This is an optimization exercise on Yosys and OpenROAD, whose aim is small area and a short achievable clock period, not a production implementation. In this exercise RTL edits were held to simulation tests only and were not proved equivalent to the original. No activity file was given, so power comes from the tool's default toggle rates.

### flow/config.mk
export PLATFORM = sky130hd
export DESIGN_NAME = wa_readout
export DESIGN_NICKNAME = wa_readout
export VERILOG_FILES = /design/flow/design.v
export SDC_FILE = /design/flow/constraint.sdc
export NUM_CORES = 8
export LEC_CHECK = 0
export CAP_MARGIN = 20
export CORE_MARGIN = 2
export CORE_UTILIZATION = 45
export SLEW_MARGIN = 20
export SYNTH_HIERARCHICAL = 1
### flow/flow/synth.tcl
# The standard synthesis (synth_recipe.tcl), with one change: ABC maps for
# least area and leaves buffering and sizing to OpenROAD's repair steps.
proc synth {args} { yosys synth -nofsm -noshare {*}$args }
proc abc {args} {
  set i [lsearch $args -script]
  if {$i >= 0} { lset args [expr {$i + 1}] $::env(WA_FLOW_DIR)/abc_area_min.script }
  yosys abc {*}$args
}
source $::env(SCRIPTS_DIR)/synth.tcl
# left out here: clear keep_hierarchy, flatten, clean up, hide names made inside functions, write 1_2_yosys.v
### flow/constraint.sdc
create_clock -name core_clock -period 28.0 [get_ports {clk}]
set_input_delay 5.6000 -clock core_clock [delete_from_list [all_inputs] [get_ports {clk}]]
set_output_delay 5.6000 -clock core_clock [all_outputs]
set_load 0.01 [all_outputs]
### flow/standard.sh
#!/bin/bash
# synth_recipe.tcl (not shown) runs the flow's synth.tcl, then flattens the netlist and writes it again
# the make line also repeats each setting of config.mk as NAME=value (left out here)
make -C /OpenROAD-flow-scripts/flow DESIGN_CONFIG=/design/flow/config.mk WORK_HOME=/design/flow/orfs CLKGATE_MAP_FILE= SYNTH_SCRIPT=/design/flow/synth_recipe.tcl "${@:-finish}"
### flow/flow/run.sh
#!/bin/bash
# Layout flow: the standard flow with
#  - synthesis as the standard flow's, but ABC mapping for area only (flow/synth.tcl);
#  - single-drive buffers on the ports;
#  - a clock tree of fewer, larger sink clusters without dummy loads.
set -euo pipefail
export WA_FLOW_DIR="$PWD/flow"
bash standard.sh \
    "SYNTH_SCRIPT=$PWD/flow/synth.tcl" \
    SETUP_SLACK_MARGIN=21.3 \
    "BUFFER_PORTS_ARGS=-buffer_cell sky130_fd_sc_hd__buf_1" \
    "CTS_ARGS=-sink_clustering_enable -repair_clock_nets -dont_use_dummy_load -sink_clustering_size 25 -sink_clustering_max_diameter 150 -buf_list {sky130_fd_sc_hd__clkbuf_8 sky130_fd_sc_hd__clkbuf_16}" \
    finish > standard.log 2>&1
### flow/design.v
module wa_readout_lzd (
    input  wire [190:0] x,
    output wire         any,
    output wire [7:0]   lead
);
    wire [256*9-1:0]   vv;
    wire [256*9*8-1:0] pp;
    assign vv[255:0]    = {65'd0, x};
    assign pp[2047:0]   = 2048'd0;
    genvar l, i;
    generate
        for (l = 1; l <= 8; l = l + 1) begin : lv
            for (i = 0; i < 256; i = i + 1) begin : nd
                if (i < (256 >> l)) begin : used
                    wire       vh = vv[(l-1)*256 + 2*i + 1];
                    wire       vl = vv[(l-1)*256 + 2*i];
                    wire [7:0] ph = pp[((l-1)*256 + 2*i + 1)*8 +: 8];
                    wire [7:0] pl = pp[((l-1)*256 + 2*i)*8 +: 8];
                    assign vv[l*256 + i] = vh | vl;
                    assign pp[(l*256 + i)*8 +: 8] =
                        ({7'd0, vh} << (l-1)) | ph | ({8{~vh}} & pl);
                end else begin : unused
                    assign vv[l*256 + i] = 1'b0;
                    assign pp[(l*256 + i)*8 +: 8] = 8'd0;
                end
            end
        end
    endgenerate
    assign any  = vv[8*256];
    assign lead = pp[(8*256)*8 +: 8];
endmodule
module wa_readout_muxrow #(
    parameter N = 8
) (
    input  wire [N-1:0] a,
    input  wire [N-1:0] b,
    input  wire         s,
    input  wire         sn,        
    output wire [N-1:0] y
);
    assign y = ~((a | {N{sn}}) & (b | {N{s}}));
endmodule
module wa_readout_shift_hi (
    input  wire [191:0] v,
    input  wire [7:3]   rsh,
    input  wire [7:3]   rshn,       
    output wire [62:0]  part_n,     
    output wire         sticky
);
    wire         s  = v[191];
    wire [310:0] s8 = {{64{s}}, v, 55'd0};
    wire [182:0] s7_n;
    wire         s_sel = rsh[7] & s;
    assign s7_n[54:0]    = ~({55{rsh[7]}} & s8[182:128]);
    assign s7_n[182:119] = ~({64{s_sel}} | ({64{rshn[7]}} & s8[182:119]));
    wa_readout_muxrow #(.N(64)) u_r7 (
        .a(s8[246:183]), .b(s8[118:55]), .s(rsh[7]), .sn(rshn[7]), .y(s7_n[118:55]));
    wire [118:0] s6;
    wire [86:0]  s5_n;
    wire [70:0]  s4;
    wa_readout_muxrow #(.N(119)) u_r6 (
        .a(s7_n[182:64]), .b(s7_n[118:0]), .s(rsh[6]), .sn(rshn[6]), .y(s6));
    wa_readout_muxrow #(.N(87)) u_r5 (
        .a(s6[118:32]), .b(s6[86:0]), .s(rsh[5]), .sn(rshn[5]), .y(s5_n));
    wa_readout_muxrow #(.N(71)) u_r4 (
        .a(s5_n[86:16]), .b(s5_n[70:0]), .s(rsh[4]), .sn(rshn[4]), .y(s4));
    wa_readout_muxrow #(.N(63)) u_r3 (
        .a(s4[70:8]), .b(s4[62:0]), .s(rsh[3]), .sn(rshn[3]), .y(part_n));
    wire [31:0] below;
    genvar j;
    generate
        for (j = 0; j < 32; j = j + 1) begin : pb
            if (j == 0) begin : z
                assign below[j] = 1'b0;
            end else begin : o
                assign below[j] = |s8[8*j-1:0];
            end
        end
    endgenerate
    assign sticky = below[rsh[7:3]];
endmodule
module wa_readout_pos (
    input  wire [2:0] fmt,
    input  wire [7:0] shift,
    input  wire [7:0] lead,
    output wire [7:0] rsh,
    output wire [7:0] rshn,       
    output wire [7:0] e_field,    
    output wire       pre_ovf     
);
    reg        [9:0] n_lo;        
    reg        [7:0] top;         
    reg        [7:0] c_norm;      
    reg        [7:0] c_sub;       
    always @* begin
        case (fmt)
            3'd0:    begin n_lo = 10'd30;  top = 8'd253; c_norm = 8'd8;  c_sub = 8'd107; end
            3'd1:    begin n_lo = 10'd30;  top = 8'd253; c_norm = 8'd24; c_sub = 8'd123; end
            3'd2:    begin n_lo = 10'd942; top = 8'd29;  c_norm = 8'd21; c_sub = 8'd232; end
            3'd3:    begin n_lo = 10'd934; top = 8'd14;  c_norm = 8'd28; c_sub = 8'd247; end
            3'd4:    begin n_lo = 10'd942; top = 8'd29;  c_norm = 8'd29; c_sub = 8'd240; end
            default: begin n_lo = 10'd897; top = 8'd0;   c_norm = 8'd0;  c_sub = 8'd0;   end
        endcase
    end
    function automatic [10:0] carries10(input [9:0] x, input [9:0] y);
        reg [9:0] g, p;
        integer l, i;
        begin
            g = x & y;
            p = x ^ y;
            for (l = 1; l < 10; l = l * 2)
                for (i = 9; i >= l; i = i - 1) begin
                    g[i] = g[i] | (p[i] & g[i-l]);
                    p[i] = p[i] & p[i-l];
                end
            carries10 = {g, 1'b0};
        end
    endfunction
    wire [9:0]  a  = {{2{shift[7]}}, shift} + n_lo;
    wire [10:0] ce = carries10({2'b00, lead}, a);
    wire [9:0]  e  = {2'b00, lead} ^ a ^ ce[9:0];
    wire subn = e[9];
    assign pre_ovf = ~e[9] & (e[8] | (e[7:0] > top));
    wire [10:0] cn = carries10({2'b00, lead}, {2'b00, c_norm});
    wire [7:0] rsh_norm = lead ^ c_norm ^ cn[7:0];
    wire [7:0] rsh_sub  = c_sub + {shift[7], ~shift[6:0]};    
    assign rsh  = subn ? rsh_sub : rsh_norm;
    assign rshn = ~rsh;
    assign e_field = subn ? 8'd0 : e[7:0];
endmodule
module wa_readout_conv (
    input  wire [62:0] part_n,    
    input  wire [2:0]  rsh,
    input  wire [2:0]  rshn,      
    input  wire        stk_hi,
    input  wire        s,
    input  wire        zero,
    input  wire [7:0]  e_field,
    input  wire        pre_ovf,
    input  wire [2:0]  fmt,
    input  wire        sr,
    input  wire [23:0] rnd_x,
    input  wire        ovf_inf,
    input  wire        nan,
    input  wire        inx,
    output reg  [31:0] code,
    output wire [2:0]  fstat
);
    function automatic cout24(input [23:0] x, input [23:0] y, input ci);
        reg [23:0] g, p;
        integer l, i;
        begin
            g = x & y;
            p = x | y;
            g[0] = g[0] | (p[0] & ci);
            for (l = 1; l < 24; l = l * 2)
                for (i = 23; i >= l; i = i - 1) begin
                    g[i] = g[i] | (p[i] & g[i-l]);
                    p[i] = p[i] & p[i-l];
                end
            cout24 = g[23];
        end
    endfunction
    wire [58:0] s2;
    wire [56:0] s1_n;
    wire [55:0] win;
    wa_readout_muxrow #(.N(59)) u_r2 (
        .a(part_n[62:4]), .b(part_n[58:0]), .s(rsh[2]), .sn(rshn[2]), .y(s2));
    wa_readout_muxrow #(.N(57)) u_r1 (
        .a(s2[58:2]), .b(s2[56:0]), .s(rsh[1]), .sn(rshn[1]), .y(s1_n));
    wa_readout_muxrow #(.N(56)) u_r0 (
        .a(s1_n[56:1]), .b(s1_n[55:0]), .s(rsh[0]), .sn(rshn[0]), .y(win));
    wire sticky = stk_hi | (rsh[2] & ~(&part_n[3:0])) | (rsh[1] & (|s2[1:0])) |
                  (rsh[0] & ~s1_n[0]);
    wire [31:0] n   = win[55:24];
    wire [23:0] f   = win[23:0];
    wire        np0 = n[0] ^ s;
    wire        cin = s & ~sticky;
    wire        f23 = f[23];
    wire        z   = ~|f[22:0];
    wire ru_rne = s ? (sticky ? ~f23 : ((~f23 & ~z) | (f23 & z & np0)))
                    : (f23 & (np0 | ~z | sticky));
    wire ru_sr  = s ^ cout24(f, rnd_x, s & sticky);    
    wire inc    = (cin & ~f23 & z) | (sr ? ru_sr : ru_rne);
    reg         is_int;
    wire        flip = s & ~is_int;
    wire [31:0] w    = n ^ {32{flip}};
    wire        c    = inc ^ (s & is_int);
    wire [32:0] w_run;
    genvar j;
    generate
        for (j = 0; j <= 32; j = j + 1) begin : run
            if (j == 0) begin : z0
                assign w_run[j] = 1'b1;
            end else begin : o
                assign w_run[j] = &w[j-1:0];
            end
        end
    endgenerate
    wire [32:0] t  = {1'b0, w} ^ (w_run & {33{c}});
    wire [24:0] nr = t[24:0];
    wire [23:0] np = w[23:0];
    reg  [1:0]  q2;           
    reg         top;          
    reg         e4m3_max;
    always @* begin
        is_int   = 1'b0;
        e4m3_max = 1'b0;
        case (fmt)
            3'd0:    begin q2 = nr[24:23]; top = (e_field == 8'd253); end
            3'd1:    begin q2 = nr[8:7];   top = (e_field == 8'd253); end
            3'd2:    begin q2 = nr[11:10]; top = (e_field == 8'd29);  end
            3'd3:    begin q2 = nr[4:3];   top = (e_field == 8'd14);
                           e4m3_max = (e_field == 8'd14) & (&nr[3:0]); end
            3'd4:    begin q2 = nr[3:2];   top = (e_field == 8'd29);  end
            default: begin q2 = 2'd0;      top = 1'b0; is_int = 1'b1; end
        endcase
    end
    wire [7:0] e_p1 = e_field + 8'd1;
    wire [7:0] e_p2 = e_field + 8'd2;
    wire [7:0] ex   = q2[1] ? e_p2 : (q2[0] ? e_p1 : e_field);
    wire       sign = s & ((|np) | inc);
    wire fp_ovf   = pre_ovf | (top & q2[1]) | e4m3_max;
    wire i8_ovf   = s ? (~t[32] & ~(&t[31:7])) : (|t[32:7]);
    wire i32_ovf  = s ? (~t[32] & ~t[31])      : (t[32] | t[31]);
    wire ovf      = is_int ? (pre_ovf | ((fmt == 3'd5) ? i8_ovf : i32_ovf)) : fp_ovf;
    reg [31:0] val;
    reg [31:0] nan_code;
    reg [31:0] sat_pos, sat_neg;
    always @* begin
        case (fmt)
            3'd0: begin
                val      = {sign, ex, nr[22:0]};
                nan_code = 32'h7FC0_0000;
                sat_pos  = ovf_inf ? 32'h7F80_0000 : 32'h7F7F_FFFF;
                sat_neg  = sat_pos | 32'h8000_0000;
            end
            3'd1: begin
                val      = {16'd0, sign, ex, nr[6:0]};
                nan_code = 32'h7FC0;
                sat_pos  = ovf_inf ? 32'h7F80 : 32'h7F7F;
                sat_neg  = sat_pos | 32'h8000;
            end
            3'd2: begin
                val      = {16'd0, sign, ex[4:0], nr[9:0]};
                nan_code = 32'h7E00;
                sat_pos  = ovf_inf ? 32'h7C00 : 32'h7BFF;
                sat_neg  = sat_pos | 32'h8000;
            end
            3'd3: begin
                val      = {24'd0, sign, ex[3:0], nr[2:0]};
                nan_code = 32'h7F;
                sat_pos  = 32'h7E;
                sat_neg  = 32'hFE;
            end
            3'd4: begin
                val      = {24'd0, sign, ex[4:0], nr[1:0]};
                nan_code = 32'h7E;
                sat_pos  = ovf_inf ? 32'h7C : 32'h7B;
                sat_neg  = sat_pos | 32'h80;
            end
            3'd5: begin
                val      = {24'd0, t[7:0]};
                nan_code = 32'h0;
                sat_pos  = 32'h7F;
                sat_neg  = 32'h80;
            end
            default: begin
                val      = t[31:0];
                nan_code = 32'h0;
                sat_pos  = 32'h7FFF_FFFF;
                sat_neg  = 32'h8000_0000;
            end
        endcase
    end
    reg ovf_flag, inv_flag;
    always @* begin
        ovf_flag = 1'b0;
        inv_flag = 1'b0;
        if (nan) begin
            code     = nan_code;
            inv_flag = 1'b1;
        end else if (zero) begin
            code     = 32'd0;
        end else if (ovf) begin
            code     = s ? sat_neg : sat_pos;
            ovf_flag = 1'b1;
        end else begin
            code     = val;
        end
    end
    assign fstat = {inv_flag, ovf_flag, inx};
endmodule
module wa_readout (
    input  wire         clk,
    input  wire         rst_n,
    input  wire         in_valid,
    input  wire [191:0] in_value,      
    input  wire [31:0]  in_wrap,       
    input  wire [4:0]   in_flags,      
    input  wire [3:0]   in_fmt,        
    input  wire [7:0]   in_shift,      
    input  wire         in_sr,         
    input  wire [23:0]  in_rand,       
    input  wire         in_ovf_inf,    
    output reg          out_valid,
    output reg  [31:0]  out_code,      
    output reg  [2:0]   out_fstat      
);
    wire c_nan  = in_flags[0] | (in_flags[1] & in_flags[2]);
    wire c_inf  = in_flags[1] | in_flags[2];
    wire c_sat  = c_inf | (|in_wrap);
    wire c_sneg = c_inf ? ~in_flags[1] : in_wrap[31];
    reg         a_valid;
    reg [191:0] a_v;
    reg [7:0]   a_shift;
    reg [2:0]   a_fmt;       
    reg         a_sr;
    reg [23:0]  a_rand;      
    reg         a_ovf_inf;
    reg         a_nan, a_sat, a_sneg, a_inx;
    always @(posedge clk) begin
        if (!rst_n)
            a_valid <= 1'b0;
        else
            a_valid <= in_valid;
        a_v       <= in_value;
        a_shift   <= in_shift;
        a_fmt     <= in_fmt[2:0];
        a_sr      <= in_sr;
        a_rand    <= in_rand ^ {24{~in_value[191]}};
        a_ovf_inf <= in_ovf_inf;
        a_nan     <= c_nan;
        a_sat     <= c_sat;
        a_sneg    <= c_sneg;
        a_inx     <= in_flags[4];
    end
    wire        s = a_v[191];
    wire        w_any;
    wire [7:0]  w_lead;
    wa_readout_lzd u_lzd (
        .x    (a_v[191:1] ^ a_v[190:0]),
        .any  (w_any),
        .lead (w_lead)
    );
    wire [7:0] w_rsh, w_rshn;
    wire [7:0] e_field;
    wire       pre_ovf;
    wa_readout_pos u_pos (
        .fmt     (a_fmt),
        .shift   (a_shift),
        .lead    (w_lead),
        .rsh     (w_rsh),
        .rshn    (w_rshn),
        .e_field (e_field),
        .pre_ovf (pre_ovf)
    );
    wire [62:0] w_part_n;
    wire        w_stk;
    wa_readout_shift_hi u_shi (
        .v      (a_v),
        .rsh    (w_rsh[7:3]),
        .rshn   (w_rshn[7:3]),
        .part_n (w_part_n),
        .sticky (w_stk)
    );
    reg         b_valid;
    reg [62:0]  b_part_n;
    reg [2:0]   b_rsh, b_rshn;
    reg         b_stk;
    reg         b_s;
    reg         b_zero;
    reg [7:0]   b_e;
    reg         b_pre_ovf;
    reg [2:0]   b_fmt;
    reg         b_sr;
    reg [23:0]  b_rand;
    reg         b_ovf_inf;
    reg         b_nan, b_inx;
    always @(posedge clk) begin
        if (!rst_n)
            b_valid <= 1'b0;
        else
            b_valid <= a_valid;
        b_part_n  <= w_part_n;
        b_rsh     <= w_rsh[2:0];
        b_rshn    <= w_rshn[2:0];
        b_stk     <= w_stk;
        b_s       <= a_sat ? a_sneg : s;
        b_zero    <= ~(w_any | s | a_sat);
        b_e       <= e_field;
        b_pre_ovf <= pre_ovf | a_sat;
        b_fmt     <= a_fmt;
        b_sr      <= a_sr;
        b_rand    <= a_rand;
        b_ovf_inf <= a_ovf_inf;
        b_nan     <= a_nan;
        b_inx     <= a_inx;
    end
    wire [31:0] code;
    wire [2:0]  fstat;
    wa_readout_conv u_conv (
        .part_n  (b_part_n),
        .rsh     (b_rsh),
        .rshn    (b_rshn),
        .stk_hi  (b_stk),
        .s       (b_s),
        .zero    (b_zero),
        .e_field (b_e),
        .pre_ovf (b_pre_ovf),
        .fmt     (b_fmt),
        .sr      (b_sr),
        .rnd_x   (b_rand),
        .ovf_inf (b_ovf_inf),
        .nan     (b_nan),
        .inx     (b_inx),
        .code    (code),
        .fstat   (fstat)
    );
    always @(posedge clk) begin
        if (!rst_n)
            out_valid <= 1'b0;
        else
            out_valid <= b_valid;
        out_code  <= code;
        out_fstat <= fstat;
    end
endmodule
### flow/flow/abc_area_min.script
&get -n
&st
&dch
&nf
&put
topo
==> results of run 1 <==
==> per-module statistics from Yosys (local to each module, per instance), a selection <==
module | cell area, sq um | flops+latches | times used | cells
wa_readout | 9680 | 383 | 1 | 618
wa_readout_conv | 3090 | 0 | 1 | 500
wa_readout_lzd | 1780 | 0 | 1 | 327
wa_readout_pos | 1550 | 0 | 1 | 212
wa_readout_shift_hi | 1320 | 0 | 1 | 249
==> worst register-to-register path, stage by stage, from the launching register on <==
cell and delay [ps]:
dfxtp_1 500, xor2_2 180, nor4_4 340, nand4_1 350
or4_4 640, buf_4 200, a41o_1 260, o211ai_1 260
ha_1 350, nand3_2 90, nand2_2 70, a21oi_2 190
nor2_1 100, o21ai_4 300, xnor2_4 220, mux2_8 530
buf_12 280, o22ai_1 550, o22ai_1 320, o22ai_1 330
o22ai_1 150, o22ai_1 320
==> through the flow <==
step	hold WS (ps)	cells	total power [W]	cell area, sq um
after floorplan	310	2482	0.00168	21200
after global placement	311	3413	0.00211	23300
after detailed placement	313	3413	0.00212	23300
after CTS	335	3441	0.00243	24100
after global routing	339	3448	0.00263	24500
final	333	3448	0.00250	24500
==> cells in the mapped netlist, types with 31 or more instances <==
cell	n	area (sq um)
o22ai_1	586	3670
dfxtp_1	383	7670
xor2_1	233	2040
a21oi_1	169	846
nand2_1	162	608
nor2_1	141	529
nor4_1	106	663
o21ai_0	106	531
xnor2_1	74	648
clkinv_1	48	180
nor3_1	45	225
ha_1	35	438
nand4_1	34	213
nand3_1	31	155
==> per-layer routing <==
metal / vias up / track usage, % / wire length (um)
met5: - / 0 / 0
met4: 0 / 13.9 / 3920
met1: 10700 / 43.2 / 34200
met3: 191 / 3.60 / 6510
met2: 1064 / 51.8 / 37400
li1: 10500 / - / -
==> layout make-up <==
class | instances | area share [%]
repair buffers | 343 | 6.43
well taps | 607 | 3.10
clock buffers | 19 | 1.94
inverters | 48 | 0.745
multi-input cells | 2048 | 56.4
flip-flops and latches | 383 | 31.4
==> flip-flops by register name, indices dropped and copies added (netlist names), 8 cells and up <==
signal and count:
a_rand 24, a_shift 8, a_v 192, b_e 8
b_part_n 63, b_rand 24, out_code 32
==> cells by family (layout without fill, tap and decap cells) <==
group / after synthesis / count (layout) / share of synthesized area [%]
AOI/OAI and AO/OA: 1035 / 1035 / 30.7
and+or+nand+nor: 645 / 645 / 15.5
DFF: 383 / 383 / 36.5
xor gates and xnor gates: 307 / 308 / 12.8
buffers and inverters: 52 / 410 / 1.00
adders and majority gates: 39 / 39 / 2.42
muxes: 21 / 21 / 1.06
==> what timing repair did <==
item | 4_1_cts | 5_1_grt
endpoints found under the setup margin | 97 | 97
gates resized for setup | 50 | 72
gates cloned | 1 | 1
hold endpoints to repair | 0 | 0
buffers inserted | 8 | 6
pin swaps | 4 | 11
==> worst min-delay path by stage <==
stage | startpoint | to | slack, ps | cells past startpoint
final | a_rand[2] | b_rand[2] | 330 | 0
after floorplan | a_inx | b_inx | 310 | 0
after global placement | a_inx | b_inx | 310 | 0
after global routing | a_rand[9] | b_rand[9] | 340 | 0
after detailed placement | a_ovf_inf | b_ovf_inf | 310 | 0
after CTS | a_rand[9] | b_rand[9] | 330 | 0
==> power by group through the flow <==
stage | clock network, W | logic [W] | registers (W)
final | 0.000287 | 0.00149 | 0.000728
after global routing | 0.000315 | 0.00158 | 0.000739
after CTS | 0.000297 | 0.00141 | 0.000725
after detailed placement | 0 | 0.00138 | 0.000737
after global placement | 0 | 0.00138 | 0.000735
after floorplan | 0 | 0.000946 | 0.000735
==> impl_metrics.toml, run 1 <==
[floorplan]
core_area_sq_um = 46400
start_util_pct = 45.3
die_area_sq_um = 48500
die_y_um = 220
die_w_um = 220
rows = 79
num_io_pins = 306

[worst_setup_path]
worstPathRequired_ps = 28440
path_class = "reg -> reg"
r2r_start = "a_v[144]"
cp.depth = 21
crit_chain = "xor2_2, nor4_4, nand4_1, or4_4, buf_4, a41o_1, o211ai_1, ha_1, nand3_2, nand2_2, a21oi_2, nor2_1, o21ai_4, xnor2_4, mux2_8, buf_12, o22ai_1, o22ai_1, o22ai_1, o22ai_1, o22ai_1"
cpLargestDelayFamily = "compound AO/OA/AOI/OAI gates"
arrival_ps = 7070
slowest_delay_ps = 640
cp_slowest_cell = "or4_4"
r2r_slack_ps = 21370
worst_setup_path_start_kind = "register"
crit_path_end_kind = "register"
cp_common_cell = "o22ai_1"
worst-path-buf-inv = 2
crit_end = "b_part_n[21]"
ff2ff_path_depth = 21
setup.worst_path.start = "a_v[144]"
rr_endpoint = "b_part_n[21]"
path_max_fanout = 92

[synthesis]
ys_seq_area_share_pct = 36.5
synth_fp_nets = 2790
ys_types = 66
netlist_instances = 2482
synth_ff_type = "dfxtp_1"
synth_edf_count = 0
synth_seq_cells = 383
synth.avg_cell_area_sq_um = 8.47
synth_async_sr_flop_share_pct = 0
synth_warnings = 9
synth_area_sq_um = 21000

[sta]
maxSlewViolCount = 0
tns_ps = 0
postLayoutSetupSlackWorst_ps = 21370
worst_slew_pin_slew_ps = 1060
post-route-min-period_ps = 6630
maxSlewHeadroom_pct = 28.7
clock-skew-final_ps = 53.0
grt_setup_unrepaired = "false"
max_freq_mhz = 151
hold_viol_final = 0
fin_crit_sh_pct = 23.7
setup_viol = 0

[cells_and_area]
final_core_util_pct = 52.9
num-fill-cells = 4427
regArea_sq_um = 7700
drive_above_1_share_pct = 6.05
final_cell_mix = "o22ai_1 (579), dfxtp_1 (361), buf_1 (302)"
multiInputGateArea_sq_um = 13800
area.growth.synth_to_final_pct = 16.6
layout.nets = 3151
layout_commonest_cell = "o22ai_1"
num_antenna_cells = 0

[routing]
viasPerCell = 6.54
routed_wirelength_um = 82000
drc = 0
antenna_left = 0
vias = 22500
wl_per_cell_um = 23.8
dr.first_iter.drc_count = 2637
first_pass_iters = 6

[cts]
h-tree-depth = 1
worstSkewPairLatency_ps = 560
cts_buffer_depth = 3
clkSlewWorstSetupHoldPaths_ps = 90
clock_sinks = 383
root_buffer = "clkbuf_16"
postCtsHoldBufs = 0
tritoncts = "done"
numCtsBuffers = 19

[grt]
grt_util_all_layers_pct = 32.0
grt_pass1_wl_um = 119000
grt_overflow_total = 0
grt_pass1_vias = 20100
antenna_found_initial = 2
grt_max_degree = 95

[flow_run]
maxCapViolations = 0

[place]
port-buffer-count = 303
gp_congestion = 1.00
hpwl_um = 63000
pre_cts_slack_ps = 19200

[power]
p_int_w = 0.00127
clockPowerShare_pct = 11.5
switchingPower_w = 0.00123
combPwrFrac_pct = 59.5
power_density_nw_per_um2 = 102
power_frac_seq_pct = 29.1
p_sw_share_pct = 49.3
p_leak_nw = 8.33
peakVddDrop_uv = 64.1

[run_status]
outcome = "no timing/DRC/antenna violations"

[worst_hold_path]
hp-class = "reg -> reg"
==> run 2, diff against run 1 <==
==> flow/flow/abc_area_min.script (replaced) <==
&get -n
&st
&dch
&nf -a
&st
&dch
&nf
&put
topo
==> impl_metrics.toml, run 2 <==
[place]
port-buffer-count = 303
hpwl_um = 61900
gp_congestion = 0.968

[run_status]
outcome = "no timing/DRC/antenna violations"

[routing]
routed_wirelength_um = 81800
vias = 22500
first_pass_iters = 8
drc = 0
viasPerCell = 6.55
wl_per_cell_um = 23.8
antenna_left = 0
dr.first_iter.drc_count = 2640

[grt]
grt_util_all_layers_pct = 32.2
grt_pass1_vias = 20200
grt_pass1_wl_um = 119000
grt_max_degree = 93
antenna_found_initial = 2
grt_overflow_total = 0

[sta]
worst_slew_pin_slew_ps = 897
tns_ps = 0
setup_viol = 0
post-route-min-period_ps = 6630
maxSlewViolCount = 0
clock-skew-final_ps = 61.6
max_freq_mhz = 151
hold_viol_final = 0
fin_crit_sh_pct = 23.7
maxSlewHeadroom_pct = 40.2
grt_setup_unrepaired = "true"

[synthesis]
synth_edf_count = 0
ys_types = 62
synth.most_common_cell = "o22ai_1"
synth_ff_type = "dfxtp_1"
synth_fp_nets = 2763
synth_area_sq_um = 20800
synth_warnings = 9
synth_async_sr_flop_share_pct = 0
netlist_instances = 2455
synth_area_leaders = "dfxtp_1 (37%), o22ai_1 (18%), xor2_1 (10%)"
yosys-top-cells-count = "o22ai_1 (596), dfxtp_1 (383), xor2_1 (236)"
synth_largest_area_cell = "dfxtp_1"
yosys.area.top_type_share_pct = 36.9
synth_seq_cells = 383
synth.avg_cell_area_sq_um = 8.46
ys_seq_area_share_pct = 36.9

[worst_hold_path]
worstHoldPathCells = 0
hp-class = "reg -> reg"

[worst_setup_path]
cpLargestDelayFamily = "flip-flops"
path_class = "reg -> out"
crit_chain = "buf_1"
worstPathRequired_ps = 22400
crit_path_end_kind = "output port"
ff2ff_path_depth = 23
r2r_slack_ps = 21450
worst_setup_path_start_kind = "register"
path_max_fanout = 1
worst-path-buf-inv = 1
cp_slowest_cell = "dfxtp_1"
slowest_delay_ps = 330
cp.depth = 1
arrival_ps = 1030

[cts]
postCtsHoldBufs = 0
h-tree-depth = 1
worstSkewPairLatency_ps = 580
tritoncts = "done"
root_buffer = "clkbuf_16"
clkSlewWorstSetupHoldPaths_ps = 90
numCtsBuffers = 19
cts_buffer_depth = 3
clock_sinks = 383

[floorplan]
rows = 78
die_y_um = 219
die_w_um = 219
die_area_sq_um = 47900
num_io_pins = 306
start_util_pct = 45.7
core_area_sq_um = 45500

[cells_and_area]
multiInputGateArea_sq_um = 13800
final_cell_mix = "o22ai_1 (538), dfxtp_1 (350), buf_1 (302)"
largest_register_ffs = 192
num-fill-cells = 4377
drive_above_1_share_pct = 9.01
reg.largest.list = "a_v (192), b_part_n (63), out_code (32)"
layout.nets = 3141
top_register = "a_v"
layout_commonest_cell = "o22ai_1"
area.growth.synth_to_final_pct = 20.2
regArea_sq_um = 7710

[power]
power_density_nw_per_um2 = 95.9
p_leak_nw = 8.55
peakVddDrop_uv = 61.1
p_total_w = 0.00239

[flow_run]
maxCapViolations = 0
run 2: modules after synthesis, one instance, submodules excluded, excerpt:
module | copies in the design | cells
wa_readout | 1 | 620
wa_readout_conv | 1 | 462
wa_readout_lzd | 1 | 352
wa_readout_pos | 1 | 202
wa_readout_shift_hi | 1 | 243
run 2: repair_timing:
item / 4_1_cts / 5_1_grt
gates cloned: 4 / 4
endpoints found under the setup margin: 94 / 97
setup buffers: 14 / 8
gates resized for setup: 90 / 128
endpoints found under the hold margin: 0 / 0
pin swaps: 14 / 20
run 2: cell type report:
class	instances	share of cell area (%)
well taps	600	3.01
clock buffers	19	1.91
inverters	68	1.03
diodes	1	0.0100
flip-flops and latches	383	30.9
multi-input cells	2000	55.4
repair buffers	361	7.72
run 2: final timing paths:
kind	start	end
setup reg to reg	a_v[16]	b_part_n[12]
setup / recovery	out_code[11]	out_code[11]
hold / removal	a_nan	b_nan
hold reg to reg	a_nan	b_nan
run 2: kinds of logic after synthesis:
kind of cell             Yosys count  synth area share, %
multiplexers                      19                0.970
AO/OA/AOI/OAI                    998                 30.0
flip-flops                       383                 36.9
XOR/XNOR                         298                 12.6
buffers and inverters             72                 1.37
adder cells (fa/ha/maj)           39                 2.45
AND/OR/NAND/NOR                  646                 15.8
run 2: power breakdown:
group	switching [W]	total [W]	leakage, nW	internal, W
sequential	0.0000730	0.000709	3.23	0.000636
combinational	0.000897	0.00139	5.09	0.000495
clock	0.000170	0.000292	0.234	0.000122
run 2: through the flow:
| step | utilization, % | hold slack, ps | worst slack [ps] | instance area (sq um) | std cells |
|---|---|---|---|---|---|
| global placement | 50.6 | 310 | 19220 | 23000 | 3382 |
| finish | 54.9 | 330 | 21370 | 25000 | 3432 |
| detailed placement | 50.6 | 312 | 19160 | 23000 | 3382 |
| CTS | 53.2 | 331 | 21320 | 24200 | 3419 |
| floorplan | - | 310 | 20080 | 20900 | 2455 |
| global route | 54.9 | 333 | 21250 | 24900 | 3431 |
run 2: routing by layer:
metal  routed length, um  GRT usage [%]
met2               37600           53.0
met1               33400           41.8
met4                3930           14.4
met3                6800           4.86
met5                   0              0
==> run 3, diff against run 2 <==
==> flow/flow/abc_area_min.script (replaced) <==
&get -n
&st
&dch -f
&nf -a -R 1000
&put
topo
==> impl_metrics.toml, run 3 <==
[run_status]
outcome = "no timing/DRC/antenna violations"

[sta]
clock-skew-final_ps = 40.8
maxSlewViolCount = 0
tns_ps = 0
post-route-min-period_ps = 6710
setup_viol = 0
whs_ps = 330
grt_setup_unrepaired = "true"
max_freq_mhz = 149
worst_slew_pin_slew_ps = 953
hold_viol_final = 0
maxSlewHeadroom_pct = 36.3
fin_crit_sh_pct = 24.0

[grt]
grt_overflow_total = 0
grt_pass1_wl_um = 123000
grt_util_all_layers_pct = 33.6
grt_max_degree = 95
grt_pass1_vias = 20700
antenna_found_initial = 1

[power]
power_density_nw_per_um2 = 101
p_leak_nw = 9.24
peakVddDrop_uv = 58.7

[flow_run]
maxCapViolations = 0

[floorplan]
rows = 78
core_area_sq_um = 45100
die_w_um = 217
start_util_pct = 45.2
die_area_sq_um = 47000
num_io_pins = 306
die_y_um = 217

[cells_and_area]
reg.largest.list = "a_v (192), b_part_n (63), out_code (32)"
num_antenna_cells = 0
largest_register_ffs = 192
drive_above_1_share_pct = 15.8
top_register = "a_v"
layout_commonest_cell = "o22ai_1"
layout.nets = 3126
area.growth.synth_to_final_pct = 30.9
final_cell_mix = "o22ai_1 (362), dfxtp_1 (361), buf_1 (302)"

[cts]
clock_sinks = 383
postCtsHoldBufs = 0
worstSkewPairLatency_ps = 560
tritoncts = "done"
h-tree-depth = 1
numCtsBuffers = 19
root_buffer = "clkbuf_16"
cts_buffer_depth = 3
clkSlewWorstSetupHoldPaths_ps = 100

[worst_setup_path]
slowest_delay_ps = 560
crit_path_end_kind = "register"
worst_setup_path_start_kind = "register"
path_max_fanout = 30
arrival_ps = 7140
worstPathRequired_ps = 28420
path_class = "reg -> reg"
cp_slowest_cell = "or4_4"

[routing]
dr.first_iter.drc_count = 2690
routed_wirelength_um = 84200
drc = 0
vias = 22500
viasPerCell = 6.58
antenna_left = 0
wl_per_cell_um = 24.7
first_pass_iters = 6

[synthesis]
synth_area_sq_um = 20400
synth_edf_count = 0
synth_area_leaders = "dfxtp_1 (38%), o22ai_1 (18%), xor2_1 (10%)"
synth_fp_nets = 2724
synth_async_sr_flop_share_pct = 0
synth_largest_area_cell = "dfxtp_1"
netlist_instances = 2416
yosys-top-cells-count = "o22ai_1 (583), dfxtp_1 (383), xor2_1 (240)"
ys_seq_area_share_pct = 37.6
synth_seq_cells = 383
synth.most_common_cell = "o22ai_1"
yosys.area.top_type_share_pct = 37.6
synth_ff_type = "dfxtp_1"
synth_warnings = 9
synth.avg_cell_area_sq_um = 8.44
ys_types = 57

[place]
port-buffer-count = 303
hpwl_um = 60400
gp_congestion = 1.00

[worst_hold_path]
hp-class = "reg -> reg"
## run 3: timing repair
action / 4_1_cts / 5_1_grt
pin swaps: 28 / 37
buffers inserted: 27 / 15
setup endpoints to repair: 97 / 97
gates cloned: 15 / 4
gates resized for setup: 355 / 141
## run 3: metal layers
layer  vias up  global-route usage (%)  share of wire, %
met5         -                       0                 0
met4         0                    13.6               4.6
li1      10300                       -                 -
met2      1171                    56.4                46
met3       226                    4.16               8.1
met1     10800                    43.9                41
## run 3: layout make-up
type / instances / area (sq um)
fillers: 4051 / 18400
repair inverters: 1 / 16.3
flip-flops and latches: 383 / 7710
inverters: 51 / 239
clock buffers: 19 / 475
well taps: 600 / 751
multi-input cells: 1978 / 15100
repair buffers: 384 / 2450
## run 3: logic make-up after synthesis
group	count (synthesis)	share of synthesized area [%]
AOI/OAI and AO/OA	998	29.9
xor gates and xnor gates	306	13.1
adders and majority gates	38	2.44
buffers and inverters	55	1.09
DFF	383	37.6
muxes	14	0.730
and+or+nand+nor	622	15.1
## run 3: worst max-delay path: cells and delay by family (launching register included)
family	cells	cell delay, ps
flops	1	400
simple gates	6	1390
compound gates	13	2990
buf+inv	4	740
fa+ha+maj	1	260
mux	1	280
xor+xnor	2	470
## run 3: per-module statistics from Yosys, one instance, submodules excluded, excerpt
module               cells  flip-flops and latches  times used
wa_readout_conv        460                       0           1
wa_readout_lzd         318                       0           1
wa_readout_shift_hi    245                       0           1
wa_readout_pos         199                       0           1
wa_readout             618                     383           1
## run 3: per-stage QoR
step           setup slack (ps)  power [W]  std cells  util (%)  cell area (sq um)
6_report                  21290    0.00269       3416      59.2              26700
5_1_grt                   21190    0.00281       3416      59.2              26700
4_1_cts                   21300    0.00255       3397      57.2              25800
3_5_place_dp              18640    0.00197       3336      50.0              22600
3_3_place_gp              18750    0.00196       3335      50.0              22500
2_1_floorplan             17700    0.00157       2416         -              20500
## run 3: worst paths after layout
path	from	to	slack, ps	depth (start not counted)
setup reg to reg	a_v[80]	b_part_n[2]	21290	27
hold reg to reg	a_rand[6]	b_rand[6]	330	0
hold / removal	a_rand[6]	b_rand[6]	330	0
setup / recovery	a_v[80]	b_part_n[2]	21290	27
## run 3: report_power, final
part	switching (W)	leakage (nW)	internal, W
registers	0.0000945	3.23	0.000638
clock network	0.000167	0.234	0.000122
logic	0.00103	5.78	0.000639
total	0.00130	9.24	0.00140
==> run 4, diff against run 3 <==
==> flow/flow/abc_area_min.script (replaced) <==
&get -n
&st
&dch
&nf -a
&put
topo
==> impl_metrics.toml, run 4 <==
[floorplan]
core_area_sq_um = 46400
die_y_um = 220
start_util_pct = 45.3
rows = 79
die_area_sq_um = 48500
die_w_um = 220
num_io_pins = 306

[sta]
post-route-min-period_ps = 6630
maxSlewHeadroom_pct = 28.7
setup_viol = 0
clock-skew-final_ps = 53.0
grt_setup_unrepaired = "false"
whs_ps = 333
postLayoutSetupSlackWorst_ps = 21370
worst_slew_pin_slew_ps = 1060
maxSlewViolCount = 0
tns_ps = 0
max_freq_mhz = 151
hold_viol_final = 0
fin_crit_sh_pct = 23.7

[worst_setup_path]
r2r_start = "a_v[144]"
path_max_fanout = 92
worst_setup_path_start_kind = "register"
slowest_delay_ps = 640
cpLargestDelayFamily = "compound AO/OA/AOI/OAI gates"
rr_endpoint = "b_part_n[21]"
cp_common_cell = "o22ai_1"
r2r_slack_ps = 21370
crit_chain = "xor2_2, nor4_4, nand4_1, or4_4, buf_4, a41o_1, o211ai_1, ha_1, nand3_2, nand2_2, a21oi_2, nor2_1, o21ai_4, xnor2_4, mux2_8, buf_12, o22ai_1, o22ai_1, o22ai_1, o22ai_1, o22ai_1"
path_class = "reg -> reg"
worst-path-buf-inv = 2
arrival_ps = 7070
ff2ff_path_depth = 21
cp_slowest_cell = "or4_4"
worstPathRequired_ps = 28440
crit_path_end_kind = "register"

[cells_and_area]
layout_commonest_cell = "o22ai_1"
final_cell_mix = "o22ai_1 (579), dfxtp_1 (361), buf_1 (302)"
reg.largest.list = "a_v (192), b_part_n (63), out_code (32)"
layout.cells.non_filler = 3448
drive_above_1_share_pct = 6.05
multiInputGateArea_sq_um = 13800
layout.nets = 3151
num_antenna_cells = 0
largest_register_ffs = 192
area.growth.synth_to_final_pct = 16.6
regArea_sq_um = 7700
final_core_util_pct = 52.9
num-fill-cells = 4427
top_register = "a_v"

[cts]
h-tree-depth = 1
clkSlewWorstSetupHoldPaths_ps = 90
tritoncts = "done"
numCtsBuffers = 19
cts_buffer_depth = 3
clock_sinks = 383
postCtsHoldBufs = 0
root_buffer = "clkbuf_16"
worstSkewPairLatency_ps = 560

[grt]
grt_overflow_total = 0
globalRouteMet3Util_pct = 3.60
use_met2_pct = 51.8
antenna_found_initial = 2
gr-usage-met1_pct = 43.2
busiest_layer = "met2"
grt_pass1_wl_um = 119000
grt_util_all_layers_pct = 32.0
grt_max_degree = 95
grt_pass1_vias = 20100

[routing]
viasPerCell = 6.54
routed_wirelength_um = 82000
dr.first_iter.drc_count = 2637
wl_per_cell_um = 23.8
first_pass_iters = 6
vias = 22500
drc = 0
antenna_left = 0

[synthesis]
synth_edf_count = 0
ys_seq_area_share_pct = 36.5
yosys.area.top_type_share_pct = 36.5
synth_area_leaders = "dfxtp_1 (36%), o22ai_1 (17%), xor2_1 (9.7%)"
synth_fp_nets = 2790
synth.avg_cell_area_sq_um = 8.47
netlist_instances = 2482
synth_ff_type = "dfxtp_1"
synth_largest_area_cell = "dfxtp_1"
synth_warnings = 9
synth_async_sr_flop_share_pct = 0
ys_types = 66
synth_seq_cells = 383
synth_area_sq_um = 21000
synth.most_common_cell = "o22ai_1"
yosys-top-cells-count = "o22ai_1 (586), dfxtp_1 (383), xor2_1 (233)"

[worst_hold_path]
worstHoldPathCells = 0
hold_end = "b_rand[2]"
hp-class = "reg -> reg"
worstHoldStart = "a_rand[2]"

[place]
dp_cells = 3413
gp_congestion = 1.00
hpwl_um = 63000
pre_cts_slack_ps = 19200
port-buffer-count = 303

[power]
power_density_nw_per_um2 = 102
p_leak_nw = 8.33
peakVddDrop_uv = 64.1

[flow_run]
maxCapViolations = 0

[run_status]
outcome = "no timing/DRC/antenna violations"
## run 4: cell count changes in the layout (fill, tap and decap cells not counted), sizes merged, moves of 5 or more
cell	delta
buf	-33
o21ai	-24
or4	+14
a21oi	+9
xnor2	+9
a211oi	+8
nand4	+7
xor2	-7
bufbuf	-6
a21o	+5
nand4b	+5
o211ai	+5
o221ai	+5
## run 4: power by group
part,switching (W),internal [W]
clock network,0.000165,0.000122
logic,0.000978,0.000510
registers,0.0000896,0.000638
## run 4: area by class of cell
cell class                 instances  area share, %
sequential                       383           31.4
timing repair buffer             343           6.43
multi-input combinational       2048           56.4
tap                              607           3.10
clock buffer                      19           1.94
inverter                          48          0.745
## run 4: what timing repair did
action                     in CTS  in global routing
setup endpoints to repair      97                 97
gates cloned                    1                  1
pin swaps                       4                 11
setup buffers                   8                  6
resized for setup              50                 72
## run 4: how the worst max path moves through the flow
stage,startpoint,end,slack [ps],depth (start not counted)
2_1_floorplan,a_v[191],b_part_n[31],20650,22
6_report,a_v[144],b_part_n[21],21370,21
5_1_grt,a_v[88],b_stk,21290,24
3_5_place_dp,a_v[64],b_part_n[19],19200,23
3_3_place_gp,a_v[64],b_part_n[19],19420,23
4_1_cts,a_v[8],b_part_n[19],21300,21
## run 4: logic make-up (layout without fill, tap and decap cells)
family | Yosys count | after routing | share of synthesized area [%]
DFF | 383 | 383 | 36.5
buffers and inverters | 52 | 410 | 1.00
muxes | 21 | 21 | 1.06
xor gates and xnor gates | 307 | 308 | 12.8
adders and majority gates | 39 | 39 | 2.42
AOI/OAI and AO/OA | 1035 | 1035 | 30.7
and+or+nand+nor | 645 | 645 | 15.5
## run 4: per-layer routing
layer  share of wire, %  vias to the layer above
met1                 42                    10700
met5                  0                        -
met2                 46                     1064
met4                4.8                        0
met3                7.9                      191
li1                   -                    10500
## run 4: worst register-to-register path: cells and delay by family, from the launching register on
family                   cells  cell delay [ps]
buffers and inverters        2              480
flip-flops                   1              500
XOR/XNOR                     2              400
adder cells (fa/ha/maj)      1              350
multiplexers                 1              530
AND/OR/NAND/NOR              6             1590
AO/OA/AOI/OAI                9             2680
## run 4: per-module statistics from Yosys (local to each module, per instance), a selection
module / area, sq um / times used / cells inside
wa_readout: 9680 / 1 / 618
wa_readout_conv: 3090 / 1 / 500
wa_readout_lzd: 1780 / 1 / 327
wa_readout_pos: 1550 / 1 / 212
wa_readout_shift_hi: 1320 / 1 / 249
## run 4: per-stage QoR
| step | power, W | area (sq um) |
|---|---|---|
| 2_1_floorplan | 0.00168 | 21200 |
| 3_3_place_gp | 0.00211 | 23300 |
| 3_5_place_dp | 0.00212 | 23300 |
| 4_1_cts | 0.00243 | 24100 |
| 5_1_grt | 0.00263 | 24500 |
| 6_report | 0.00250 | 24500 |
==> run 5, diff against run 4 <==
--- a/flow/flow/run.sh
+++ b/flow/flow/run.sh
@@ -7,7 +7,7 @@
 export WA_FLOW_DIR="$PWD/flow"
 bash standard.sh \
     "SYNTH_SCRIPT=$PWD/flow/synth.tcl" \
-    SETUP_SLACK_MARGIN=21.3 \
+    SETUP_SLACK_MARGIN=21.2 \
     "BUFFER_PORTS_ARGS=-buffer_cell sky130_fd_sc_hd__buf_1" \
     "CTS_ARGS=-sink_clustering_enable -repair_clock_nets -dont_use_dummy_load -sink_clustering_size 25 -sink_clustering_max_diameter 150 -buf_list {sky130_fd_sc_hd__clkbuf_8 sky130_fd_sc_hd__clkbuf_16}" \
     finish > standard.log 2>&1
==> impl_metrics.toml, run 5 <==
[grt]
grt_pass1_wl_um = 119000
gr-usage-met1_pct = 43.2
antenna_found_initial = 2
globalRouteMet3Util_pct = 3.48
grt_pass1_vias = 20100
busiest_layer = "met2"
grt_util_all_layers_pct = 32.0
use_met2_pct = 51.7
grt_max_degree = 95
grt_overflow_total = 0

[synthesis]
ys_types = 66
yosys.area.top_type_share_pct = 36.5
synthMuxAreaShare_pct = 1.06
synth_simple_gate_area_share_pct = 15.5
synth_top_family_by_area = "compound AO/OA/AOI/OAI gates"
synth_ff_type = "dfxtp_1"
synth_warnings = 9
synth_seq_cells = 383
synth_largest_area_cell = "dfxtp_1"
synth_area_leaders = "dfxtp_1 (36%), o22ai_1 (17%), xor2_1 (9.7%)"
synth_edf_count = 0
synth_compound_area_share_pct = 30.7
synth_area_sq_um = 21000
netlist_instances = 2482
synth_xor_area_share_pct = 12.8
synth_fp_nets = 2790
yosys-top-cells-count = "o22ai_1 (586), dfxtp_1 (383), xor2_1 (233)"
synth_fa_ha_area_share_pct = 2.42
synth.most_common_cell = "o22ai_1"
synth_async_sr_flop_share_pct = 0
synth.avg_cell_area_sq_um = 8.47
ys_seq_area_share_pct = 36.5

[floorplan]
die_w_um = 220
num_io_pins = 306
start_util_pct = 45.3
rows = 79
core_area_sq_um = 46400
die_y_um = 220
die_area_sq_um = 48500

[cells_and_area]
num-fill-cells = 4433
area.growth.synth_to_final_pct = 16.2
multiInputGateArea_sq_um = 13700
regArea_sq_um = 7690
final_cell_mix = "o22ai_1 (578), dfxtp_1 (365), buf_1 (302)"
num_antenna_cells = 0
top_register = "a_v"
stdcell_area_sq_um = 24400
drive_above_1_share_pct = 5.63
layout_commonest_cell = "o22ai_1"
layout.nets = 3151
largest_register_ffs = 192
reg.largest.list = "a_v (192), b_part_n (63), out_code (32)"

[cts]
h-tree-depth = 1
tritoncts = "done"
numCtsBuffers = 19
postCtsHoldBufs = 0
cts_buffer_depth = 3
root_buffer = "clkbuf_16"
clkSlewWorstSetupHoldPaths_ps = 90
worstSkewPairLatency_ps = 560
clock_sinks = 383

[routing]
drc = 0
vias = 22400
viasPerCell = 6.50
wl_per_cell_um = 23.7
routed_wirelength_um = 81700
dr.first_iter.drc_count = 2670
first_pass_iters = 5
antenna_left = 0

[place]
port-buffer-count = 303
place_area_sq_um = 23300
hpwl_um = 63000
gp_congestion = 1.00

[sta]
setup_viol = 0
hold_viol_final = 0
max_freq_mhz = 150
maxSlewViolCount = 0
clock-skew-final_ps = 51.4
worst_slew_pin_slew_ps = 1020
tns_ps = 0
fin_crit_sh_pct = 23.8
post-route-min-period_ps = 6670
maxSlewHeadroom_pct = 31.1
grt_setup_unrepaired = "false"

[worst_setup_path]
path_class = "reg -> reg"
arrival_ps = 7050
worst_setup_path_start_kind = "register"
path_max_fanout = 85
crit_path_end_kind = "register"
worstPathRequired_ps = 28380

[power]
peakVddDrop_uv = 63.8
power_density_nw_per_um2 = 102
p_leak_nw = 8.33

[flow_run]
maxCapViolations = 0

[run_status]
outcome = "no timing/DRC/antenna violations"

[worst_hold_path]
hp-class = "reg -> reg"
run 5: cell counts after synthesis:
No cell type changed its count.
run 5: worst paths after layout:
kind,end,depth (start not counted),start,slack [ps]
worst max-delay path,b_stk,23,a_v[136],21330
worst min-delay path,b_rand[2],0,a_rand[2],330
worst max register to register,b_stk,23,a_v[136],21330
worst min register to register,b_rand[2],0,a_rand[2],330
run 5: metal layers:
metal | share of wire [%] | vias up
li1 | - | 10600
met1 | 42 | 10700
met2 | 46 | 998
met3 | 7.4 | 160
met4 | 4.6 | 0
met5 | 0 | -
run 5: kinds of logic (layout without fill, tap and decap cells):
logic type | after synthesis | in the layout
mux | 21 | 21
xor+xnor | 307 | 308
compound gates | 1035 | 1035
flops | 383 | 383
fa+ha+maj | 39 | 39
buf+inv | 52 | 410
simple gates | 645 | 645
run 5: critical path, stage by stage, from the launching register on:
cell,delay [ps]
dfxtp_1,500
xor2_1,120
nor4_1,450
nand4_1,380
or4_4,640
buf_4,180
buf_4,160
o221ai_2,230
ha_1,370
a21oi_2,190
nand2_2,90
a21oi_2,180
nor2_1,100
o21ai_4,310
xnor2_4,220
buf_12,170
buf_4,160
mux2_2,350
buf_6,270
a21o_1,260
a2111oi_0,460
a22oi_1,180
o41ai_1,300
a21oi_1,230
run 5: final cells by class:
type	instances	share of cell area (%)
clock buffer	19	1.95
tap	607	3.11
sequential	383	31.5
timing repair buffer	343	6.45
inverter	48	0.748
multi-input combinational	2048	56.2
run 5: timing repair:
action / 4_1_cts / 5_1_grt
gates cloned: 1 / 1
setup endpoints to repair: 97 / 97
buffers inserted: 8 / 6
hold endpoints to repair: 0 / 0
pin swaps: 4 / 8
resized for setup: 41 / 66
run 5: stage by stage:
| step | util [%] | worst slack, ps | total power (W) | hold WS [ps] | std cells |
|---|---|---|---|---|---|
| after floorplan | - | 20650 | 0.00168 | 310 | 2482 |
| after global placement | 50.2 | 19420 | 0.00211 | 311 | 3413 |
| after detailed placement | 50.2 | 19200 | 0.00212 | 313 | 3413 |
| after CTS | 51.8 | 21170 | 0.00243 | 335 | 3441 |
| after global routing | 52.7 | 21150 | 0.00263 | 339 | 3448 |
| final | 52.7 | 21330 | 0.00250 | 333 | 3448 |
run 5: modules after synthesis (local to each module, per instance), a selection:
| module | cells inside | area, sq um |
|---|---|---|
| wa_readout | 618 | 9680 |
| wa_readout_conv | 500 | 3090 |
| wa_readout_lzd | 327 | 1780 |
| wa_readout_pos | 212 | 1550 |
| wa_readout_shift_hi | 249 | 1320 |
run 5: report_power, final:
| group | internal (W) | leakage (nW) | switching (W) |
|---|---|---|---|
| sequential | 0.000638 | 3.23 | 0.0000889 |
| clock | 0.000122 | 0.234 | 0.000164 |
| combinational | 0.000509 | 4.87 | 0.000975 |
==> run 6, diff against run 5 <==
--- a/flow/flow/run.sh
+++ b/flow/flow/run.sh
@@ -7,7 +7,7 @@
 export WA_FLOW_DIR="$PWD/flow"
 bash standard.sh \
     "SYNTH_SCRIPT=$PWD/flow/synth.tcl" \
-    SETUP_SLACK_MARGIN=21.2 \
+    SETUP_SLACK_MARGIN=21.4 \
     "BUFFER_PORTS_ARGS=-buffer_cell sky130_fd_sc_hd__buf_1" \
     "CTS_ARGS=-sink_clustering_enable -repair_clock_nets -dont_use_dummy_load -sink_clustering_size 25 -sink_clustering_max_diameter 150 -buf_list {sky130_fd_sc_hd__clkbuf_8 sky130_fd_sc_hd__clkbuf_16}" \
     finish > standard.log 2>&1
==> impl_metrics.toml, run 6 <==
[run_status]
outcome = "no timing/DRC/antenna violations"

[sta]
setup_viol = 0
hold_viol_final = 0
worst_slew_pin_slew_ps = 1160
tns_ps = 0
post-route-min-period_ps = 6590
fin_crit_sh_pct = 23.5
clock-skew-final_ps = 31.5
maxSlewHeadroom_pct = 22.4
maxSlewViolCount = 0
max_freq_mhz = 152
grt_setup_unrepaired = "true"
whs_ps = 331

[synthesis]
synth_edf_count = 0
synth_async_sr_flop_share_pct = 0
synth_largest_area_cell = "dfxtp_1"
ys_seq_area_share_pct = 36.5
yosys.area.top_type_share_pct = 36.5
synth_ff_type = "dfxtp_1"
synth.avg_cell_area_sq_um = 8.47
synth_fa_ha_area_share_pct = 2.42
synth_seq_cells = 383
synth_warnings = 9
synth_simple_gate_area_share_pct = 15.5
synthMuxAreaShare_pct = 1.06
synth_top_family_by_area = "compound AO/OA/AOI/OAI gates"
synth.most_common_cell = "o22ai_1"
synth_compound_area_share_pct = 30.7
synth_area_leaders = "dfxtp_1 (36%), o22ai_1 (17%), xor2_1 (9.7%)"
ys_types = 66
synth_area_sq_um = 21000
netlist_instances = 2482
synth_xor_area_share_pct = 12.8
synth_fp_nets = 2790
yosys-top-cells-count = "o22ai_1 (586), dfxtp_1 (383), xor2_1 (233)"

[power]
p_sw_share_pct = 49.3
clockPowerShare_pct = 11.4
switchingPower_w = 0.00125
power_frac_seq_pct = 28.9
p_leak_nw = 8.53
power_density_nw_per_um2 = 102
combPwrFrac_pct = 59.7
peakVddDrop_uv = 69.7
p_int_w = 0.00128

[cells_and_area]
multiInputGateArea_sq_um = 13800
reg.largest.list = "a_v (192), b_part_n (63), out_code (32)"
layout.cells.non_filler = 3452
final_cell_mix = "o22ai_1 (578), dfxtp_1 (348), buf_1 (266)"
drive_above_1_share_pct = 7.73
layout_commonest_cell = "o22ai_1"
num_antenna_cells = 0
layout.nets = 3155
regArea_sq_um = 7720
area.growth.synth_to_final_pct = 17.7
largest_register_ffs = 192
num-fill-cells = 4454
top_register = "a_v"

[worst_setup_path]
r2r_slack_ps = 21520
crit_path_end_kind = "output port"
crit_chain = "buf_2"
rr_endpoint = "b_part_n[13]"
slowest_delay_ps = 320
arrival_ps = 990
path_max_fanout = 1
worst_setup_path_start_kind = "register"
r2r_start = "a_v[136]"
ff2ff_path_depth = 23
path_class = "reg -> out"
cp.depth = 1
worst-path-buf-inv = 1
cp_slowest_cell = "dfxtp_1"
worstPathRequired_ps = 22400
cpLargestDelayFamily = "flip-flops"

[routing]
wl_per_cell_um = 24.2
drc = 0
routed_wirelength_um = 83400
viasPerCell = 6.58
vias = 22700
first_pass_iters = 5
dr.first_iter.drc_count = 2864
antenna_left = 0

[grt]
grt_pass1_vias = 20200
grt_overflow_total = 0
grt_max_degree = 95
antenna_found_initial = 0
grt_pass1_wl_um = 120000
grt_util_all_layers_pct = 32.1

[cts]
cts_buffer_depth = 3
worstSkewPairLatency_ps = 560
numCtsBuffers = 19
clkSlewWorstSetupHoldPaths_ps = 100
tritoncts = "done"
clock_sinks = 383
postCtsHoldBufs = 0
root_buffer = "clkbuf_16"
h-tree-depth = 1

[worst_hold_path]
hp-class = "reg -> reg"
worstHoldPathCells = 0
hold_end = "b_rand[16]"
worstHoldStart = "a_rand[16]"

[floorplan]
num_io_pins = 306
die_area_sq_um = 48500
start_util_pct = 45.3
core_area_sq_um = 46400
die_w_um = 220
rows = 79
die_y_um = 220

[place]
dp_cells = 3413
hpwl_um = 62900
port-buffer-count = 303
gp_congestion = 1.01

[flow_run]
maxCapViolations = 0
==> run 6: worst max path at each step <==
stage | from | end | slack (ps)
4_1_cts | out_code[4] | out_code[4] | 21380
3_3_place_gp | a_v[64] | b_part_n[14] | 19650
3_5_place_dp | a_v[64] | b_part_n[14] | 19560
6_report | out_code[25] | out_code[25] | 21410
2_1_floorplan | a_v[191] | b_part_n[31] | 20660
5_1_grt | b_rshn[2] | out_code[13] | 21350
==> run 6: cell type report <==
class,count,share of cell area [%]
Multi-Input combinational cell,2051,55.9
Tap cell,607,3.07
Inverter,48,0.738
Clock buffer,19,1.92
Timing Repair Buffer,344,7.20
Sequential cell,383,31.2
==> run 6: routing by layer <==
metal | wire length [um] | global-route usage, % | vias up | part of all wire (%)
met3 | 6220 | 3.02 | 170 | 7.5
li1 | - | - | 10600 | -
met4 | 3710 | 12.7 | 0 | 4.4
met1 | 35200 | 43.4 | 10900 | 42
met2 | 38300 | 52.7 | 1042 | 46
met5 | 0 | 0 | - | 0
==> run 6: cell families (layout without fill, tap and decap cells) <==
group / after synthesis / after routing
muxes: 21 / 24
xor gates and xnor gates: 307 / 308
AOI/OAI and AO/OA: 1035 / 1035
adders and majority gates: 39 / 39
DFF: 383 / 383
buffers and inverters: 52 / 411
and+or+nand+nor: 645 / 645
==> run 6: power by group through the flow <==
stage,logic [W],registers [W],clock network [W]
after floorplan,0.000946,0.000735,0
after global placement,0.00138,0.000736,0
after detailed placement,0.00138,0.000738,0
after CTS,0.00141,0.000726,0.000297
after global routing,0.00160,0.000744,0.000316
final,0.00151,0.000731,0.000289
==> run 6: through the flow <==
stage	cell area (sq um)	utilization, %	power [W]	setup slack [ps]
6_report	24700	53.4	0.00253	21410
3_5_place_dp	23300	50.2	0.00212	19560
5_1_grt	24700	53.4	0.00266	21350
4_1_cts	24200	52.1	0.00244	21380
2_1_floorplan	21200	-	0.00168	20660
3_3_place_gp	23300	50.2	0.00211	19650
==> run 6: repair_timing <==
item	4_1_cts	5_1_grt
setup buffers	6	8
gates resized for setup	99	95
pin swaps	5	8
endpoints found under the setup margin	133	133
cloned	1	5
hold endpoints to repair	0	0
==> run 6: modules after synthesis (local to each module, per instance), excerpt <==
module               area, sq um  times used  flops+latches
wa_readout                  9680           1            383
wa_readout_conv             3090           1              0
wa_readout_lzd              1780           1              0
wa_readout_pos              1550           1              0
wa_readout_shift_hi         1320           1              0

-- what the ideal ports hide --
How much do the figures lean on ideal ports? The routed layouts below were timed once more, with nothing changed but the port constraints.
Step 1 (the two cells are an assumption about what drives the block):
set clk [get_ports {clk}]
set_driving_cell -lib_cell sky130_fd_sc_hd__clkbuf_16 $clk
set_driving_cell -lib_cell sky130_fd_sc_hd__buf_2 [delete_from_list [all_inputs] $clk]
Step 2 also shifts input and output timing later by t, the mid clock arrival at the registers, as if the neighbouring blocks saw the same clock.
a / b / c = no drivers / after step 1 / after step 2; a / b = the first two.
| run | shift t [ns] | slack for setup (ns) | latest minus earliest clock arrival (ns) | worst data-port slew with drivers (ns) | pins driven straight from the clock port |
|---|---|---|---|---|---|
| run 1 | 0.594 | 21.367 / 21.319 / 21.317 | 0.056 / 0.056 | 0.05 | 1 |
| run 2 | 0.614 | 21.370 / 21.306 / 21.413 | 0.062 / 0.062 | 0.05 | 1 |
| run 3 | 0.605 | 21.288 / 21.288 / 21.288 | 0.040 / 0.041 | 0.04 | 1 |
| run 4 | 0.594 | 21.367 / 21.319 / 21.317 | 0.056 / 0.056 | 0.05 | 1 |
| run 5 | 0.593 | 21.333 / 21.317 / 21.317 | 0.055 / 0.055 | 0.05 | 1 |
| run 6 | 0.607 | 21.412 / 21.352 / 21.276 | 0.035 / 0.035 | 0.05 | 1 |
After both steps setup and hold are still met in every run listed. For run 6, which loses most, drivers alone change the setup slack by -0.060 ns; drivers and shift together by -0.136 ns.
